What follows belongs to an exercise in optimizing a design on an open flow for small area, a short achievable clock period and few clock cycles per item; a production flow would make more cautious choices.
Only simulation tests tie the RTL to the original design; equivalence was not proved.

==> design/flow/design.v <==
module crc_unit (
    input  wire        clk,
    input  wire        rst,
    input  wire        wr_valid,
    output wire        wr_ready,
    input  wire [3:0]  wr_addr,
    input  wire [31:0] wr_data,
    output wire        idle,
    output reg  [31:0] crc_state,
    output wire [31:0] crc_result,
    output reg  [31:0] count,
    output reg         match,
    output reg         mismatch,
    output reg         feed_err,
    output reg  [2:0]  err_code,
    output reg  [15:0] cnt_mismatch
);
    localparam [3:0] A_CTL = 4'd0, A_CTX_LO = 4'd1, A_CTX_HI = 4'd2, A_POLY = 4'd3,
                     A_STATE = 4'd4, A_EXPECT = 4'd5, A_FEED_B = 4'd6, A_FEED_H = 4'd7,
                     A_FEED_W = 4'd8, A_FLAGS = 4'd9;
    localparam [31:0] POLY_C  = 32'h82F6_3B78;   
    localparam [31:0] POLY_IE = 32'hEDB8_8320;   
    localparam [31:0] INV_C   = 32'hDEA7_13F1;   
    localparam [31:0] INV_IE  = 32'hF701_1641;
    localparam [2:0] S_IDLE = 3'd0, S_INV1 = 3'd1, S_INV2 = 3'd2, S_CTX = 3'd3,
                     S_CTXH = 3'd4, S_CMP = 3'd5;
    reg [31:0] ctx_lo, ctx_hi, poly_reg, expect_r;
    reg [31:0] poly;         
    reg [31:1] rinv;         
    reg [2:0]  seq;
    reg        ctx_go;       
    reg        cmp_go;       
    reg        e_v;          
    reg [31:0] e_d;          
    reg [1:0]  e_n;          
    reg        e_cnt;        
    assign wr_ready   = (seq == S_IDLE);
    assign idle       = (seq == S_IDLE) && !e_v;
    assign crc_result = ~crc_state;
    wire inv_mode = (seq == S_INV1) || (seq == S_INV2);
    reg [31:0] c_al, c_post;
    always @(*) begin
        case (e_n)
            2'd1:    begin c_al = {crc_state[7:0], 24'd0};  c_post = {8'd0, crc_state[31:8]};   end
            2'd2:    begin c_al = {crc_state[15:0], 16'd0}; c_post = {16'd0, crc_state[31:16]}; end
            2'd3:    begin c_al = crc_state;                c_post = 32'd0;                     end
            default: begin c_al = 32'd0;                    c_post = 32'd0;                     end
        endcase
    end
    wire [31:0] u = c_al ^ e_d;
    wire [31:0] coef;
    genvar g;
    generate
        for (g = 0; g < 16; g = g + 1) begin : g_coef
            if (g == 0) begin : g0
                assign coef[0] = 1'b1;
            end else begin : gn
                assign coef[2*g] = inv_mode ? rinv[g] : rinv[2*g];
            end
            assign coef[2*g+1] = inv_mode ? 1'b0 : rinv[2*g+1];
        end
    endgenerate
    wire [31:0] q;
    generate
        for (g = 0; g < 32; g = g + 1) begin : g_q
            wire [31:0] t;
            genvar h;
            for (h = 0; h < 32; h = h + 1) begin : g_t
                if (h < g) begin : ga
                    assign t[h] = coef[g-h] & u[h];
                end else if (h == g) begin : gb
                    assign t[h] = u[h];
                end else begin : gc
                    assign t[h] = 1'b0;
                end
            end
            assign q[g] = ^t;
        end
    endgenerate
    wire [31:0] red;
    generate
        for (g = 0; g < 32; g = g + 1) begin : g_red
            wire [31:0] t;
            genvar h;
            for (h = 0; h < 32; h = h + 1) begin : g_t
                if (h >= g) begin : ga
                    assign t[h] = q[h] & poly[g+31-h];
                end else begin : gb
                    assign t[h] = 1'b0;
                end
            end
            assign red[g] = ^t;
        end
    endgenerate
    wire [31:0] crc_step = red ^ c_post;
    wire [2:0]  e_bytes  = (e_n == 2'd3) ? 3'd4 : (e_n == 2'd2) ? 3'd2 : 3'd1;
    function [7:0] inv8(input [31:0] p);
        integer i, j;
        reg [7:0] r;
        begin
            r = 8'd1;
            for (i = 1; i < 8; i = i + 1)
                for (j = 0; j < i; j = j + 1)
                    r[i] = r[i] ^ (r[j] & p[i-1-j]);
            inv8 = r;
        end
    endfunction
    wire acc = wr_valid && (seq == S_IDLE);
    reg [2:0] ferr;
    always @(*) begin
        ferr = 3'd0;
        case (wr_addr)
            A_CTL:    if (wr_data[4] && wr_data[1:0] == 2'd3) ferr = 3'd3;
            A_FEED_B: if (wr_data[31:8] != 24'd0) ferr = 3'd1;
            A_FEED_H: if (wr_data[31:16] != 16'd0) ferr = 3'd1;
            default:  ferr = 3'd0;
        endcase
    end
    wire start_ok = (wr_addr == A_CTL) && wr_data[4] && (wr_data[1:0] != 2'd3);
    task do_compare(input [31:0] c);
        begin
            if (~c == expect_r) begin
                match    <= 1'b1;
                mismatch <= 1'b0;
            end else begin
                match    <= 1'b0;
                mismatch <= 1'b1;
                if (cnt_mismatch != 16'hFFFF) cnt_mismatch <= cnt_mismatch + 16'd1;
            end
        end
    endtask
    always @(posedge clk) begin
        if (rst) begin
            ctx_lo       <= 32'd0;
            ctx_hi       <= 32'd0;
            poly_reg     <= POLY_C;
            expect_r     <= 32'd0;
            poly         <= POLY_C;
            rinv         <= INV_C[31:1];
            seq          <= S_IDLE;
            ctx_go       <= 1'b0;
            cmp_go       <= 1'b0;
            e_v          <= 1'b0;
            e_d          <= 32'd0;
            e_n          <= 2'd0;
            e_cnt        <= 1'b0;
            crc_state    <= 32'hFFFF_FFFF;
            count        <= 32'd0;
            match        <= 1'b0;
            mismatch     <= 1'b0;
            feed_err     <= 1'b0;
            err_code     <= 3'd0;
            cnt_mismatch <= 16'd0;
        end else begin
            if (e_v && !inv_mode) begin
                crc_state <= crc_step;
                if (e_cnt) count <= count + {29'd0, e_bytes};
            end
            e_v <= 1'b0;
            case (seq)
                S_INV1: begin
                    rinv <= q[31:1];
                    seq  <= S_INV2;
                end
                S_INV2: begin
                    rinv <= q[31:1];
                    if (ctx_go) begin
                        e_v <= 1'b1; e_d <= ctx_lo; e_n <= 2'd3; e_cnt <= 1'b0;
                        seq <= S_CTX;
                    end else begin
                        seq <= S_IDLE;
                    end
                end
                S_CTX: begin
                    e_v <= 1'b1; e_d <= ctx_hi; e_n <= 2'd3; e_cnt <= 1'b0;
                    seq <= cmp_go ? S_CTXH : S_IDLE;
                end
                S_CTXH: begin
                    seq <= S_CMP;
                end
                S_CMP: begin
                    do_compare(crc_state);
                    seq <= S_IDLE;
                end
                default: if (acc) begin
                    if (ferr != 3'd0 && !feed_err) begin
                        feed_err <= 1'b1;
                        err_code <= ferr;
                    end
                    case (wr_addr)
                        A_CTL: begin
                            if (start_ok) begin
                                crc_state <= 32'hFFFF_FFFF;
                                count     <= 32'd0;
                                match     <= 1'b0;
                                mismatch  <= 1'b0;
                                ctx_go    <= wr_data[3];
                                cmp_go    <= wr_data[5];
                                case (wr_data[1:0])
                                    2'd0:    begin poly <= POLY_C;   rinv <= INV_C[31:1];  end
                                    2'd1:    begin poly <= POLY_IE;  rinv <= INV_IE[31:1]; end
                                    default: begin poly <= poly_reg; rinv <= {24'd0, inv8(poly_reg)} >> 1; end
                                endcase
                                if (wr_data[1:0] == 2'd2) begin
                                    e_d <= {poly_reg[30:0], 1'b1};
                                    e_n <= 2'd0;
                                    seq <= S_INV1;
                                end else if (wr_data[3]) begin
                                    e_v <= 1'b1; e_d <= ctx_lo; e_n <= 2'd3; e_cnt <= 1'b0;
                                    seq <= S_CTX;
                                end
                                if (wr_data[5] && !wr_data[3])
                                    do_compare(32'hFFFF_FFFF);
                            end else if (wr_data[5]) begin
                                if (e_v) seq <= S_CMP;
                                else     do_compare(crc_state);
                            end
                        end
                        A_CTX_LO: ctx_lo   <= wr_data;
                        A_CTX_HI: ctx_hi   <= wr_data;
                        A_POLY:   poly_reg <= wr_data;
                        A_STATE:  crc_state <= wr_data;
                        A_EXPECT: expect_r <= wr_data;
                        A_FEED_B: if (ferr == 3'd0) begin
                            e_v <= 1'b1; e_d <= {wr_data[7:0], 24'd0};  e_n <= 2'd1; e_cnt <= 1'b1;
                        end
                        A_FEED_H: if (ferr == 3'd0) begin
                            e_v <= 1'b1; e_d <= {wr_data[15:0], 16'd0}; e_n <= 2'd2; e_cnt <= 1'b1;
                        end
                        A_FEED_W: begin
                            e_v <= 1'b1; e_d <= wr_data;                e_n <= 2'd3; e_cnt <= 1'b1;
                        end
                        A_FLAGS: if (wr_data[3]) begin
                            feed_err <= 1'b0;
                            err_code <= 3'd0;
                        end
                        default: ;
                    endcase
                end
            endcase
        end
    end
endmodule
==> design/flow/run.sh <==
#!/bin/bash
# synth_recipe.tcl (not shown) runs the flow's synth.tcl, then flattens the netlist and writes it again
# the make line also repeats each setting of config.mk as NAME=value (left out here)
make -C /OpenROAD-flow-scripts/flow DESIGN_CONFIG=/design/flow/config.mk WORK_HOME=/design/flow/orfs CLKGATE_MAP_FILE= SYNTH_SCRIPT=/design/flow/synth_recipe.tcl finish
==> design/flow/config.mk <==
export PLATFORM = sky130hd
export DESIGN_NAME = crc_unit
export DESIGN_NICKNAME = crc_unit
export VERILOG_FILES = /design/flow/design.v
export SDC_FILE = /design/flow/constraint.sdc
export NUM_CORES = 4
export LEC_CHECK = 0
export CAP_MARGIN = 20
export CORE_MARGIN = 2
export CORE_UTILIZATION = 40
export SETUP_SLACK_MARGIN = 3
export SLEW_MARGIN = 20
==> design/flow/constraint.sdc <==
create_clock -name core_clock -period 8.0 [get_ports {clk}]
set_input_delay 1.6000 -clock core_clock [delete_from_list [all_inputs] [get_ports {clk}]]
set_output_delay 1.6000 -clock core_clock [all_outputs]
set_load 0.01 [all_outputs]
==> flow_summary.yaml, run 1 <==
clock_network:
  clock_latency_ps: 590
  clockRootBuffer: "clkbuf_16"
  cts_tree: "done"
  cts.clk_slew.worst_paths_ps: 70
  cts_sinks: 318
  cts_max_level: 2
  clock_path_buffers: 3
  cts_made_buffers: 37
die:
  chipHeight_um: 282
  die-area_um2: 79600
  die_w_um: 282
  row_count: 101
  coreArea_um2: 76200
  start_util_pct: 40.6
  io_pins: 159
yosys:
  ys.flop_type: "dfxtp_1"
  ys_ff_latch: 318
  synth_top_cell_area_share_pct: 20.6
  synth_xor_area_share_pct: 32.6
  async_flop_share_pct: 0
  syn_avg_cell_area_um2: 7.17
  synth_enable_flop_cells: 0
  synth_nets: 4365
  yosysMostFrequentCell: "nand2_1"
  synth_cells: 4311
  synthesis.area_um2: 30900
  synth-compound-area-share_pct: 16.8
  synthSimpleGateAreaFrac_pct: 21.9
  synthMuxAreaShare_pct: 1.63
  synth_common_cells: "nand2_1 (960), xnor2_1 (700), a21oi_1 (410), dfxtp_1 (318), nor2_1 (290)"
  ys.warnings.count: 1
  ys_top_cells_by_area: "dfxtp_1 (21%), xnor2_1 (20%), nand2_1 (12%)"
  yosysUniqueCellTypes: 68
  synth.largest_area_cell: "dfxtp_1"
  synth_top_family_by_area: "XOR/XNOR gates"
  synth_adder_area_share_pct: 0.631
  yosysSeqAreaShare_pct: 20.6
worst_setup_path:
  crit_chain: "ha_4 -> buf_8 -> a21o_1 -> nand2_2 -> a21oi_1 -> xor2_1 -> xnor2_1 -> xnor2_2 -> xnor3_4 -> buf_12 -> nand2_1 -> xnor2_1 -> xnor2_1 -> xnor2_1 -> xnor2_1 -> a211oi_1 -> a211o_1"
  r2r-start: "e_n[0]"
  critical_path_buf_inv_count: 2
  cpLargestDelayFamily: "XOR/XNOR gates"
  r2r_cells: 17
  r2r_slack_ps: 3020
  crit_slowest_cell: "xnor3_4"
  cp_slowest_stage_delay_ps: 630
  worstPathArrival_ps: 5440
  worstSetupPathType: "register to register"
  cp_common_cell: "xnor2_1"
  required_ps: 8460
  cp_max_fo: 25
  r2r-end: "crc_state[21]"
  end_kind: "register"
  startpoint_type: "register"
place:
  gp_congestion: 1.04
  dpl.hpwl_um: 93900
  placement.io_buffers: 158
  dp_cells: 5233
  preCtsSetupSlack_ps: 2080
layout:
  drive_gt1_share_pct: 8.00
  utilization_pct: 46.5
  final_nets: 4328
  final.fill_count: 7692
  area_growth_pct: 14.5
  fin_cells: 5338
  largest_reg_flops: 64
timing:
  fin_crit_ps: 4980
  fin_ws_ps: 3020
  rsz0062_at_grt: "false"
  clock.fmax_mhz: 201
  finalHoldViolations: 0
  skew_ps: 32.4
  tightest_slew_ps: 1160
  maxSlewHeadroom_pct: 22.8
  finalSetupViolations: 0
  slew_viol_final: 0
  setup_tns_ps: 0
  post-route-period-util_pct: 62.2
min_path:
  hold_start: "ctx_hi[5]"
  hold_class: "register to register"
  min_path_cells: 2
  hold_path_end: "ctx_hi[5]"
grt:
  grt.total_usage_pct: 34.8
  antenna_found_initial: 6
  grtUsageMet1_pct: 45.7
  use_met3_pct: 9.43
  grt_pass1_vias: 29400
  busiest_layer: "met2"
  grt_pass1_wl_um: 206000
  grt_use_met2_pct: 49.6
  grt_max_degree: 82
  grt_overflow: 0
detailed_routing:
  wire_per_inst_um: 27.0
  route.vias.total: 32400
  dr.pass1.iters: 7
  drtIter0Drc: 4411
  ant_nets: 0
  vias_per_cell: 6.06
  drt_wl_total_um: 144000
  drc: 0
run_status:
  status: "finished clean"
job:
  drv.max_cap_violation_count: 0
==> worst max-delay path by stage <==
stage | from | to | slack (ps) | cells past startpoint
after floorplan | wr_data[4] | cnt_mismatch[7] | 3600 | 13
after global placement | wr_addr[0] | e_d[6] | 1840 | 11
after detailed placement | e_n[1] | crc_state[21] | 2080 | 15
after CTS | crc_state[7] | crc_state[21] | 2950 | 15
after global routing | e_n[0] | crc_state[13] | 2910 | 18
final | e_n[0] | crc_state[21] | 3020 | 17
==> cells by family after synthesis <==
group,count (synthesis)
compound gates,849
xor+xnor,1024
fa+ha+maj,15
buf+inv,439
flops,318
mux,50
simple gates,1616
==> final cells by class <==
class                           count  area (um2)  area share (%)
Antenna cell                        6        15.0          0.0424
Clock buffer                       47        1060            3.01
Clock inverter                     20         274           0.773
Inverter                           48         180           0.509
Multi-Input combinational cell   3558       23300            65.7
Sequential cell                   318        6390            18.0
Tap cell                         1030        1290            3.64
Timing Repair Buffer              311        2930            8.26
==> worst reg2reg max path, stage by stage (launching register included) <==
cell	delay [ps]
dfxtp_2	420
ha_4	290
buf_8	240
a21o_1	440
nand2_2	380
a21oi_1	260
xor2_1	200
xnor2_1	130
xnor2_2	610
xnor3_4	630
buf_12	200
nand2_1	110
xnor2_1	140
xnor2_1	150
xnor2_1	170
xnor2_1	140
a211oi_1	80
a211o_1	280
==> metal layers <==
layer	up-vias	share of wire (%)
li1	14200	-
met5	-	0.032
met4	6	7.7
met1	15200	39
met2	2313	41
met3	576	13
==> timing repair <==
item | CTS | global route
hold buffers | 0 | 0
setup buffers | 9 | 15
gates cloned | 4 | 3
resized for setup | 44 | 59
endpoints found under the setup margin | 64 | 50
pin swaps | 7 | 8
==> through the flow <==
step                      cell area, um2  hold WS [ps]
final                              35400           455
after global placement             33200           442
after floorplan                    30900           429
after detailed placement           33200           448
after global routing               35400           469
after CTS                          34900           456
==> layout by cell type, fill, tap and decap left out, types with 40 or more instances in the layout <==
| cell type | n |
|---|---|
| a211oi_1 | 45 |
| a21oi_1 | 410 |
| a22oi_1 | 68 |
| buf_4 | 136 |
| clkbuf_16 | 40 |
| clkdlybuf4s50_1 | 154 |
| dfxtp_1 | 305 |
| inv_1 | 47 |
| mux2i_1 | 46 |
| nand2_1 | 954 |
| nand3_1 | 153 |
| nor2_1 | 285 |
| nor3_1 | 42 |
| o21ai_0 | 86 |
| xnor2_1 | 693 |
| xnor3_1 | 58 |
| xor2_1 | 238 |
Testbench counts, summed over its fixed seeds: cycles 29,665, bytes 64,883.
==> run 2: changes to the inputs <==
--- a/design/flow/config.mk
+++ b/design/flow/config.mk
@@ -6,4 +6,5 @@
 export NUM_CORES = 4
 export LEC_CHECK = 0
+export ABC_CLOCK_PERIOD_IN_PS = 3000
 export CAP_MARGIN = 20
 export CORE_MARGIN = 2
==> flow_summary.yaml, run 2 <==
yosys:
  synthMuxAreaShare_pct: 1.63
  synth_xor_area_share_pct: 32.6
  syn_avg_cell_area_um2: 7.17
  synth.largest_area_cell: "dfxtp_1"
  synthSimpleGateAreaFrac_pct: 21.9
  ys_ff_latch: 318
  yosysMostFrequentCell: "nand2_1"
  yosysUniqueCellTypes: 68
  synth_adder_area_share_pct: 0.631
  synth_nets: 4365
  yosysSeqAreaShare_pct: 20.6
  synth_top_cell_area_share_pct: 20.6
  synth-compound-area-share_pct: 16.8
  synth_top_family_by_area: "XOR/XNOR gates"
  ys.warnings.count: 1
  ys.flop_type: "dfxtp_1"
  ys_top_cells_by_area: "dfxtp_1 (21%), xnor2_1 (20%), nand2_1 (12%)"
  synth_cells: 4311
  synthesis.area_um2: 30900
  async_flop_share_pct: 0
  synth_common_cells: "nand2_1 (960), xnor2_1 (700), a21oi_1 (410), dfxtp_1 (318), nor2_1 (290)"
  synth_enable_flop_cells: 0
timing:
  clock.fmax_mhz: 201
  rsz0062_at_grt: "false"
  slew_viol_final: 0
  fin_hold_ws_ps: 455
  post-route-period-util_pct: 62.2
  tightest_slew_ps: 1160
  fin_crit_ps: 4980
  fin_ws_ps: 3020
  setup_tns_ps: 0
  skew_ps: 32.4
  finalSetupViolations: 0
  finalHoldViolations: 0
  maxSlewHeadroom_pct: 22.8
place:
  placement.io_buffers: 158
  preCtsSetupSlack_ps: 2080
  gp_congestion: 1.04
  dpl.hpwl_um: 93900
layout:
  drive_gt1_share_pct: 8.00
  largest_reg_flops: 64
  layout.cells.most_common: "nand2_1"
  final_nets: 4328
  utilization_pct: 46.5
  final_cell_mix: "nand2_1 (954), xnor2_1 (693), a21oi_1 (410)"
  area_growth_pct: 14.5
worst_setup_path:
  cpLargestDelayFamily: "XOR/XNOR gates"
  r2r_cells: 17
  cp_slowest_stage_delay_ps: 630
  worstPathArrival_ps: 5440
  crit_slowest_cell: "xnor3_4"
  end_kind: "register"
  crit_chain: "ha_4 -> buf_8 -> a21o_1 -> nand2_2 -> a21oi_1 -> xor2_1 -> xnor2_1 -> xnor2_2 -> xnor3_4 -> buf_12 -> nand2_1 -> xnor2_1 -> xnor2_1 -> xnor2_1 -> xnor2_1 -> a211oi_1 -> a211o_1"
  cp_common_cell: "xnor2_1"
  startpoint_type: "register"
  cp_max_fo: 25
  r2r-end: "crc_state[21]"
  worstSetupPathType: "register to register"
  required_ps: 8460
  r2r_slack_ps: 3020
  r2r-start: "e_n[0]"
  critical_path_buf_inv_count: 2
min_path:
  hold_path_end: "ctx_hi[5]"
  min_path_cells: 2
  hold_start: "ctx_hi[5]"
  hold_class: "register to register"
detailed_routing:
  drc: 0
  route.vias.total: 32400
  dr.pass1.iters: 7
  drtIter0Drc: 4411
  wire_per_inst_um: 27.0
  vias_per_cell: 6.06
  ant_nets: 0
  drt_wl_total_um: 144000
clock_network:
  cts_sinks: 318
  cts_made_buffers: 37
  cts_max_level: 2
  clockRootBuffer: "clkbuf_16"
  clock_path_buffers: 3
  cts_tree: "done"
  cts.clk_slew.worst_paths_ps: 70
  clock_latency_ps: 590
die:
  die_w_um: 282
  die-area_um2: 79600
  io_pins: 159
  chipHeight_um: 282
  start_util_pct: 40.6
  coreArea_um2: 76200
  row_count: 101
grt:
  grt_overflow: 0
  antenna_found_initial: 6
  grt_max_degree: 82
  grt_pass1_vias: 29400
  grt_pass1_wl_um: 206000
  grt.total_usage_pct: 34.8
job:
  drv.max_cap_violation_count: 0
run_status:
  status: "finished clean"
run 2: timing repair:
item                       4_1_cts  5_1_grt
cloned                           4        3
pin swaps                        7        8
hold buffers                     0        0
gates resized for setup         44       59
setup endpoints to repair       64       50
setup buffers                    9       15
run 2: kinds of logic (layout without fill, tap and decap cells):
kind of cell | after synthesis | after routing
AOI/OAI and AO/OA | 849 | 850
xor gates and xnor gates | 1024 | 1027
adders and majority gates | 15 | 15
buffers and inverters | 439 | 426
DFF | 318 | 318
muxes | 50 | 50
other | 0 | 6
and+or+nand+nor | 1616 | 1616
run 2: cell type report:
type                    instances  area (um2)
repair buffers                311        2930
well taps                    1030        1290
clock inverters                20         274
fillers                      7692       40800
flip-flops and latches        318        6390
multi-input cells            3558       23300
diodes                          6        15.0
inverters                      48         180
clock buffers                  47        1060
run 2: tightest hold or removal path: cells and delay by family, from the launching register on:
| family | cells | cell delay, ps |
|---|---|---|
| AOI/OAI and AO/OA | 1 | 50 |
| DFF | 1 | 310 |
| and+or+nand+nor | 1 | 50 |
run 2: worst max path at each step:
stage,start,end,slack (ps),cells past startpoint
after floorplan,wr_data[4],cnt_mismatch[7],3600,13
after global placement,wr_addr[0],e_d[6],1840,11
after detailed placement,e_n[1],crc_state[21],2080,15
after CTS,crc_state[7],crc_state[21],2950,15
after global routing,e_n[0],crc_state[13],2910,18
final,e_n[0],crc_state[21],3020,17
run 2: per-layer routing:
layer	GRT usage (%)	vias to the layer above	wire length (um)
li1	-	14200	-
met1	45.7	15200	55900
met2	49.6	2313	58700
met3	9.43	576	18300
met4	23.0	6	11100
met5	0	-	46
run 2: per-stage QoR:
stage          cells  cell area (um2)
2_1_floorplan   4311            30900
3_3_place_gp    5232            33200
3_5_place_dp    5233            33200
4_1_cts         5313            34900
5_1_grt         5333            35400
6_report        5338            35400
==> run 3: changes to the inputs <==
--- a/design/flow/config.mk
+++ b/design/flow/config.mk
@@ -6,8 +6,6 @@
 export NUM_CORES = 4
 export LEC_CHECK = 0
-export ABC_CLOCK_PERIOD_IN_PS = 3000
 export CAP_MARGIN = 20
 export CORE_MARGIN = 2
 export CORE_UTILIZATION = 40
-export SETUP_SLACK_MARGIN = 3
 export SLEW_MARGIN = 20
==> flow_summary.yaml, run 3 <==
grt:
  grt_max_degree: 82
  grt_overflow: 0
  grt_pass1_vias: 29100
  grt_pass1_wl_um: 204000
  antenna_found_initial: 5
  grt.total_usage_pct: 34.4
worst_setup_path:
  crit_chain: "ha_2 -> a21o_1 -> nand2_1 -> a21oi_1 -> xor2_1 -> xnor3_1 -> xnor3_1 -> xnor2_4 -> nand2_1 -> xnor2_1 -> xnor2_1 -> xnor2_1 -> xnor2_1 -> a211oi_1 -> a211o_1"
  r2r-end: "crc_state[21]"
  cp_slowest_stage_delay_ps: 870
  worstPathArrival_ps: 6600
  end_kind: "register"
  crit_slowest_cell: "xnor2_4"
  cp_common_cell: "xnor2_1"
  startpoint_type: "register"
  r2r_cells: 15
  worstSetupPathType: "register to register"
  cp_max_fo: 50
  r2r-start: "e_n[1]"
  required_ps: 8460
  r2r_slack_ps: 1860
yosys:
  synthesis.area_um2: 30900
  ys_top_cells_by_area: "dfxtp_1 (21%), xnor2_1 (20%), nand2_1 (12%)"
  yosysMostFrequentCell: "nand2_1"
  ys.warnings.count: 1
  synth_common_cells: "nand2_1 (960), xnor2_1 (700), a21oi_1 (410), dfxtp_1 (318), nor2_1 (290)"
  synth_nets: 4365
  synth_top_cell_area_share_pct: 20.6
  ys.flop_type: "dfxtp_1"
  synth_enable_flop_cells: 0
  synth.largest_area_cell: "dfxtp_1"
  async_flop_share_pct: 0
  synth_cells: 4311
  yosysSeqAreaShare_pct: 20.6
  ys_ff_latch: 318
  syn_avg_cell_area_um2: 7.17
  yosysUniqueCellTypes: 68
clock_network:
  cts.clk_slew.worst_paths_ps: 70
  clock_latency_ps: 580
  cts_setup_buffers: 0
  cts_tree: "done"
  clockRootBuffer: "clkbuf_16"
  cts_max_level: 2
  cts_hold_buf: 0
  cts_sinks: 318
  clock_path_buffers: 3
  cts_made_buffers: 37
  cts-resized-gates: 0
layout:
  layout.cells.most_common: "nand2_1"
  final_nets: 4296
  drive_gt1_share_pct: 5.81
  area_growth_pct: 11.8
  largest_reg_flops: 64
  fin_cells: 5306
  final_cell_mix: "nand2_1 (960), xnor2_1 (698), a21oi_1 (410)"
min_path:
  hold_class: "register to register"
  min_path_cells: 2
  hold_start: "ctx_hi[5]"
  hold_path_end: "ctx_hi[5]"
die:
  coreArea_um2: 76200
  die-area_um2: 79600
  start_util_pct: 40.6
  die_w_um: 282
  chipHeight_um: 282
  row_count: 101
  io_pins: 159
timing:
  finalSetupViolations: 0
  skew_ps: 30.3
  finalHoldViolations: 0
  rsz0062_at_grt: "false"
  setup_tns_ps: 0
  maxSlewHeadroom_pct: 20.6
  tightest_slew_ps: 1190
  post-route-period-util_pct: 76.8
  fin_crit_ps: 6140
  clock.fmax_mhz: 163
  slew_viol_final: 0
place:
  dp_cells: 5233
  placement.io_buffers: 158
  gp_congestion: 1.04
  dpl.hpwl_um: 93900
detailed_routing:
  route.vias.total: 31900
  drt_wl_total_um: 140000
  drtIter0Drc: 4482
  wire_per_inst_um: 26.4
  drc: 0
  vias_per_cell: 6.01
  ant_nets: 0
  dr.pass1.iters: 6
run_status:
  status: "finished clean"
job:
  drv.max_cap_violation_count: 0
run 3: cell counts after synthesis:
No cell type changed its count.
run 3: how the worst max path moves through the flow:
| stage | startpoint | endpoint | slack [ps] | cells past startpoint |
|---|---|---|---|---|
| 6_report | e_n[1] | crc_state[21] | 1860 | 15 |
| 5_1_grt | e_n[0] | crc_state[21] | 1580 | 16 |
| 4_1_cts | e_n[1] | crc_state[21] | 2040 | 15 |
| 3_5_place_dp | e_n[1] | crc_state[21] | 2080 | 15 |
| 3_3_place_gp | wr_addr[0] | e_d[6] | 1840 | 11 |
| 2_1_floorplan | wr_data[4] | cnt_mismatch[7] | 3600 | 13 |
run 3: metrics by stage:
step / utilization [%] / setup slack [ps] / hold slack [ps] / instance area (um2)
floorplan: - / 3600 / 429 / 30900
detailed placement: 43.6 / 2080 / 448 / 33200
global route: 45.4 / 1580 / 469 / 34600
CTS: 45.4 / 2040 / 456 / 34600
finish: 45.4 / 1860 / 456 / 34600
global placement: 43.6 / 1840 / 442 / 33200
run 3: cell type report:
cell class	count	area, um2
fill	7763	41600
multi-input combinational	3554	22900
sequential	318	6370
timing repair buffer	283	2540
tap	1030	1290
clock buffer	47	1060
clock inverter	20	274
inverter	48	180
antenna	6	15.0
run 3: cells by family after synthesis:
group | after synthesis | share of synthesized area (%)
muxes | 50 | 1.63
and+or+nand+nor | 1616 | 21.9
AOI/OAI and AO/OA | 849 | 16.8
xor gates and xnor gates | 1024 | 32.6
adders and majority gates | 15 | 0.631
DFF | 318 | 20.6
buffers and inverters | 439 | 5.84
run 3: layer usage:
layer  track usage (%)  wire length (um)  part of all wire (%)
met1              45.1             54300                    39
met2              49.7             57700                    41
met3              9.14             18000                    13
met4              21.9             10300                   7.3
met5                 0                52                 0.037
run 3: critical path: cells and delay by family, from the launching register on:
family / cells / cell delay [ps]
AOI/OAI and AO/OA: 4 / 1330
xor gates and xnor gates: 8 / 2630
adders and majority gates: 1 / 810
DFF: 1 / 400
and+or+nand+nor: 2 / 790

[static timing again, ports no longer ideal]
In the flow no input, the clock included, has a driving cell. The finished layouts below were timed again as built, in two steps. Step 1 sets driving cells, clkbuf_16 on the clock port and buf_2 on the other inputs (assumed; they add their load-dependent delay and slew). Step 2 also shifts input and output timing later by t, the mid clock arrival at the registers, as if the neighbouring blocks saw the same clock. a / b / c = ideal ports / drivers / drivers and shift; a / b = the first two.
run	t, ns	setup slack, ns	slew at the worst register clock pin (ns)	cell pins on the clock port's net
run 1	0.629	3.021 / 3.021 / 2.686	0.07 / 0.07	1
run 2	0.629	3.021 / 3.021 / 2.686	0.07 / 0.07	1
run 3	0.625	1.859 / 1.859 / 1.859	0.07 / 0.07	1
After both steps setup and hold are still met in every run listed.
